This design comes from an exercise in tuning for small area and a short achievable clock period on the open sky130 flow, not from production work.
Only simulation tests tie the RTL to the original design; equivalence was not proved.
The flow treats the clock pin as an ideal source. Dropping or thinning the clock tree relies on that and would not hold on a real chip.

v59:
// line_decoder
module line_decoder (
    input  wire         clk,
    input  wire         rst,
    input  wire         in_valid,
    input  wire [144:0] in_code,
    output reg          out_valid,
    output reg  [127:0] out_data,
    output reg  [16:0]  out_check,
    output reg  [1:0]   out_status
);
Size: about 460 flip-flops, roughly 20,000 sq um of cells after synthesis.
==> flow/config.mk <==
export PLATFORM = sky130hd
export DESIGN_NAME = line_decoder
export DESIGN_NICKNAME = line_decoder
export VERILOG_FILES = /design/flow/design.v
export SDC_FILE = /design/flow/constraint.sdc
export NUM_CORES = 4
export LEC_CHECK = 0
export CAP_MARGIN = 10
export CORE_MARGIN = 2
export CORE_UTILIZATION = 65
export CTS_BUF_LIST = sky130_fd_sc_hd__clkbuf_8
export CTS_CLUSTER_DIAMETER = 60
export CTS_CLUSTER_SIZE = 16
export SLEW_MARGIN = 10
export SYNTH_HIERARCHICAL = 1
==> flow/constraint.sdc <==
create_clock -name core_clock -period 40.0 [get_ports {clk}]
set_input_delay 8.0000 -clock core_clock [delete_from_list [all_inputs] [get_ports {clk}]]
set_output_delay 8.0000 -clock core_clock [all_outputs]
set_load 0.01 [all_outputs]
standard.sh (not shown) runs the stock make flow with config.mk's settings and CLKGATE_MAP_FILE= SYNTH_SCRIPT=/design/flow/synth_recipe.tcl, a recipe that flattens the netlist after the stock synthesis.
==> flow/flow/run.sh <==
#!/bin/bash
# Standard ORFS layout (the standard.sh) with two changes:
#  - port buffers use the smallest plain buffer (buf_1) instead of the default delay cell;
#  - clock tree synthesis without dummy load cells.
set -euo pipefail
bash standard.sh \
  "BUFFER_PORTS_ARGS=-buffer_cell sky130_fd_sc_hd__buf_1" \
  "CTS_ARGS=-sink_clustering_enable -repair_clock_nets -dont_use_dummy_load -sink_clustering_size 16 -sink_clustering_max_diameter 60 -buf_list sky130_fd_sc_hd__clkbuf_8" \
  finish > standard.log 2>&1
What v5 does differently from v59 at the input level:
Settings: CORE_UTILIZATION changed from 65 to 60.
==> flow/flow/run.sh <==
#!/bin/bash
# Standard ORFS layout (the standard.sh) with these changes:
#  - port buffers use the smallest plain buffer (buf_1) instead of the default delay cell;
#  - clock tree: clkbuf_16 for the upper levels, clkbuf_8 leaf buffers, no dummy loads;
set -euo pipefail
ARGS=(
  "BUFFER_PORTS_ARGS=-buffer_cell sky130_fd_sc_hd__buf_1"
  "CTS_ARGS=-sink_clustering_enable -repair_clock_nets -dont_use_dummy_load -sink_clustering_size 16 -sink_clustering_max_diameter 60 -root_buf sky130_fd_sc_hd__clkbuf_16 -buf_list sky130_fd_sc_hd__clkbuf_16 -sink_clustering_buffer sky130_fd_sc_hd__clkbuf_8"
)
bash standard.sh "${ARGS[@]}" cts > standard_cts.log 2>&1
RR_ODB="$PWD/orfs/results/$FLOW_PLATFORM/line_decoder/base/4_cts.odb" \
  openroad -no_init -exit flow/remove_root.tcl > remove_root.log 2>&1
bash standard.sh "${ARGS[@]}" finish > standard.log 2>&1
==> flow/flow/remove_root.tcl (new file) <==
set odb $::env(RR_ODB)
read_db $odb
set block [ord::get_db_block]
set inst [$block findInst clkbuf_0_clk]
if {$inst == "NULL"} { puts "remove_root: no root buffer, unchanged"; exit 0 }
set a [$inst findITerm A]
set x [$inst findITerm X]
set in_net [$a getNet]
set out_net [$x getNet]
set loads {}
foreach it [$out_net getITerms] { if {[$it getId] != [$x getId]} { lappend loads $it } }
set other 0
foreach it [$in_net getITerms] { if {[$it getId] != [$a getId]} { incr other } }
if {[llength $loads] + $other > 4 || [llength [$out_net getBTerms]] > 0 || [llength [$in_net getBTerms]] != 1} {
  puts "remove_root: port would feed [expr {[llength $loads] + $other}] pins, unchanged"
  exit 0
}
foreach it $loads { $it disconnect; $it connect $in_net }
$a disconnect
$x disconnect
odb::dbInst_destroy $inst
odb::dbNet_destroy $out_net
puts "remove_root: clock port now drives [llength [$in_net getITerms]] pins"
write_db $odb
The placer congestion estimate of v5 falls short of that of v59 by 4.3%. On minimum hold slack, the higher figure sits with v59, not v5. Area added between synthesis and finish, v5 and v59: smaller value in v59. Between v5 and v59, it is v5 whose slew at the pin closest to its max-slew limit is higher, by 0.095 ns. Compared to v59, v5 shows a wider setup margin.
Input-level comparison between v13 and v5:
Settings: SLEW_MARGIN changed from 10 to 0; CORE_UTILIZATION changed from 60 to 65; CAP_MARGIN changed from 10 to 0.
[summary]
- The core of v13 is more densely filled than that of v5.
- v5 → v13: multi-input gate share of total cell area climbed 0.19 points; maximum clock rate closely matched the old numbers.
The inputs of v15 differ from those of v13 as listed below.
Settings: an added GPL_TIMING_DRIVEN of 0; a change of SLEW_MARGIN from 0 to 10; a change of CAP_MARGIN from 0 to 10.
==> flow/flow/run.sh <==
#!/bin/bash
# Standard ORFS layout (the standard.sh) with two changes:
#  - port buffers use the smallest plain buffer (buf_1) instead of the default delay cell;
#  - clock tree synthesis without dummy load cells.
set -euo pipefail
bash standard.sh \
  "BUFFER_PORTS_ARGS=-buffer_cell sky130_fd_sc_hd__buf_1" \
  "CTS_ARGS=-sink_clustering_enable -repair_clock_nets -dont_use_dummy_load -sink_clustering_size 16 -sink_clustering_max_diameter 60 -buf_list sky130_fd_sc_hd__clkbuf_8" \
  finish > standard.log 2>&1
removed: flow/flow/remove_root.tcl
## What came out
Compare v15 and v13 | slew at the pin closest to its max-slew limit lower: v13. Diff v13 -> v15: post-CTS clock slew at the launch and capture registers of the worst setup and hold paths comparable. Looking at end of the critical path, the out_data[55] result is from v15; the out_data[94] one comes from v13. The final area on v15 is in line with that on v13. Between v13 and v15, the cell count went down.
[inputs] v8 vs v15
Settings: removing GPL_TIMING_DRIVEN (formerly 0); changing CTS_CLUSTER_SIZE from 16 to 27; changing CTS_CLUSTER_DIAMETER from 60 to 100; changing CTS_BUF_LIST from sky130_fd_sc_hd__clkbuf_8 to sky130_fd_sc_hd__clkbuf_16.
-- flow/flow/run.sh --
<<< v15, line 8
  "CTS_ARGS=-sink_clustering_enable -repair_clock_nets -dont_use_dummy_load -sink_clustering_size 16 -sink_clustering_max_diameter 60 -buf_list sky130_fd_sc_hd__clkbuf_8" \
>>> v8, line 8
  "CTS_ARGS=-sink_clustering_enable -repair_clock_nets -dont_use_dummy_load -sink_clustering_size 27 -sink_clustering_max_diameter 100 -root_buf sky130_fd_sc_hd__clkbuf_16 -buf_list sky130_fd_sc_hd__clkbuf_16 -sink_clustering_buffer sky130_fd_sc_hd__clkbuf_16" \
## What came out
- Between v8 and v15, it is v8 whose data arrival time of the worst path is lower, by 0.02 ns.
- Any difference in all-layer global routing usage between v15 and v8 is small enough to ignore.
- v8 vs v15 — layout-stage area growth over the synthesis result dropped 0.30 points.
- Cell count across v15 and v8: no real change.
- Core util | v8 vs v15 | v8 lower
- For v15, the timing startpoint of the critical path was out_data[55], unlike v8, where it was out_data[123].
- v8: global-route wire length before repair 420 um above v15
- Per the comparison of v8 with v15, area used by multi-input combinational logic went down; total via count after detailed routing went down.
- Compared with v15, v8 shows a worst setup slack that is 0.023 ns higher.


line_decoder again, from the RTL that the note above started with.
export LEC_CHECK = 0
export CAP_MARGIN = 10
export CORE_MARGIN = 2
export CORE_UTILIZATION = 68
export CTS_BUF_LIST = sky130_fd_sc_hd__clkbuf_8
export CTS_CLUSTER_DIAMETER = 60
export CTS_CLUSTER_SIZE = 16
export SLEW_MARGIN = 10
export SYNTH_HIERARCHICAL = 1
create_clock -name core_clock -period 40.0 [get_ports {clk}]
==> flow/flow/run.sh <==
#!/bin/bash
# Standard ORFS layout (the standard.sh) with two changes:
#  - port buffers use the smallest plain buffer (buf_1) instead of the default delay cell;
#  - clock tree synthesis without dummy load cells.
set -euo pipefail
bash standard.sh \
  "BUFFER_PORTS_ARGS=-buffer_cell sky130_fd_sc_hd__buf_1" \
  "CTS_ARGS=-sink_clustering_enable -repair_clock_nets -dont_use_dummy_load -sink_clustering_size 16 -sink_clustering_max_diameter 60 -buf_list sky130_fd_sc_hd__clkbuf_8" \
  finish > standard.log 2>&1
The baseline passed the timing, DRC and antenna checks.
Rerun with:
--- a/flow/flow/run.sh
+++ b/flow/flow/run.sh
@@ -7,3 +7,3 @@
   "BUFFER_PORTS_ARGS=-buffer_cell sky130_fd_sc_hd__buf_1" \
-  "CTS_ARGS=-sink_clustering_enable -repair_clock_nets -dont_use_dummy_load -sink_clustering_size 16 -sink_clustering_max_diameter 60 -buf_list sky130_fd_sc_hd__clkbuf_8" \
+  "CTS_ARGS=-sink_clustering_enable -repair_clock_nets -dont_use_dummy_load -sink_clustering_size 16 -sink_clustering_max_diameter 60 -root_buf sky130_fd_sc_hd__clkbuf_16 -buf_list sky130_fd_sc_hd__clkbuf_16 -sink_clustering_buffer sky130_fd_sc_hd__clkbuf_8" \
   finish > standard.log 2>&1
- CORE_UTILIZATION: 68 -> 65
After rerunning:
- The new run ran to the end with no violations
- register-to-register slack gets better by 0.47 ns
- non-clock buffer count is unchanged
- hold slack gets better by 0.0050 ns
- design area hardly moves
- count of clock-buffer cells in the layout came out lower by 1
- critical path depth is unchanged
- area after synthesis does not change
- core utilization came out lower by 2.7 points
Rerun with:
==> flow/flow/run.sh (replaced) <==
#!/bin/bash
# Standard ORFS layout (the standard.sh) with two changes:
#  - port buffers use the smallest plain buffer (buf_1) instead of the default delay cell;
#  - clock tree synthesis without dummy load cells.
set -euo pipefail
bash standard.sh \
  "BUFFER_PORTS_ARGS=-buffer_cell sky130_fd_sc_hd__buf_1" \
  "CTS_ARGS=-sink_clustering_enable -repair_clock_nets -dont_use_dummy_load -sink_clustering_size 20 -sink_clustering_max_diameter 60 -root_buf sky130_fd_sc_hd__clkbuf_16 -buf_list sky130_fd_sc_hd__clkbuf_16 -sink_clustering_buffer sky130_fd_sc_hd__clkbuf_8" \
  finish > standard.log 2>&1
- CTS_CLUSTER_SIZE: 16 -> 20
Outcome:
- The changed run finished with timing, DRC and antenna clean
- utilization goes down by 0.45 points
- critical path depth does not change
- clock skew goes down by 0.022 ns
- area after synthesis is unchanged
- setup slack degrades by 0.034 ns
- flip-flop and latch count is unchanged
- first-iteration DRC count goes down by 5.8%

[what the ideal ports hide]
Ports are ideal in the flow. The routed layouts listed here were re-timed in OpenROAD. Step 1, drivers: a clkbuf_16 drives clk and a buf_2 each remaining input, both assumed. Step 2 adds t to the input delays and takes it off the output delays; t is the mean of the earliest and latest rising clock arrival at the registers after step 1. Input paths then give back, and output paths get back, about the clock's delay inside the block. Slacks: ideal / step 1 / step 2; pairs: ideal / step 1.
run | t, ns | setup slack, ns | hold WS [ns] | worst setup path at the end | slew at the worst register clock pin (ns)
v59 | 0.596 | 30.898 / 30.849 / 31.444 | 0.339 / 0.339 / 0.339 | register to output | 0.11 / 0.11
v5 | 0.431 | 31.118 / 31.015 / 31.447 | 0.327 / 0.327 / 0.327 | register to output | 0.10 / 0.10
v13 | 0.420 | 31.129 / 31.037 / 31.457 | 0.333 / 0.333 / 0.333 | register to output | 0.10 / 0.10
v15 | 0.596 | 30.896 / 30.846 / 31.319 | 0.363 / 0.363 / 0.363 | register to register | 0.10 / 0.10
v8 | 0.597 | 30.919 / 30.864 / 31.461 | 0.309 / 0.309 / 0.309 | register to output | 0.12 / 0.12
the first run of note 2 | 0.598 | 30.880 / 30.830 / 31.428 | 0.331 / 0.331 / 0.331 | register to output | 0.10 / 0.10
the second run of note 2 | 0.544 | 30.962 / 30.908 / 31.452 | 0.336 / 0.336 / 0.336 | register to output | 0.11 / 0.11
the third run of note 2 | 0.585 | 30.928 / 30.875 / 31.460 | 0.319 / 0.319 / 0.319 | register to output | 0.12 / 0.12
After both steps every run listed still meets setup and hold.
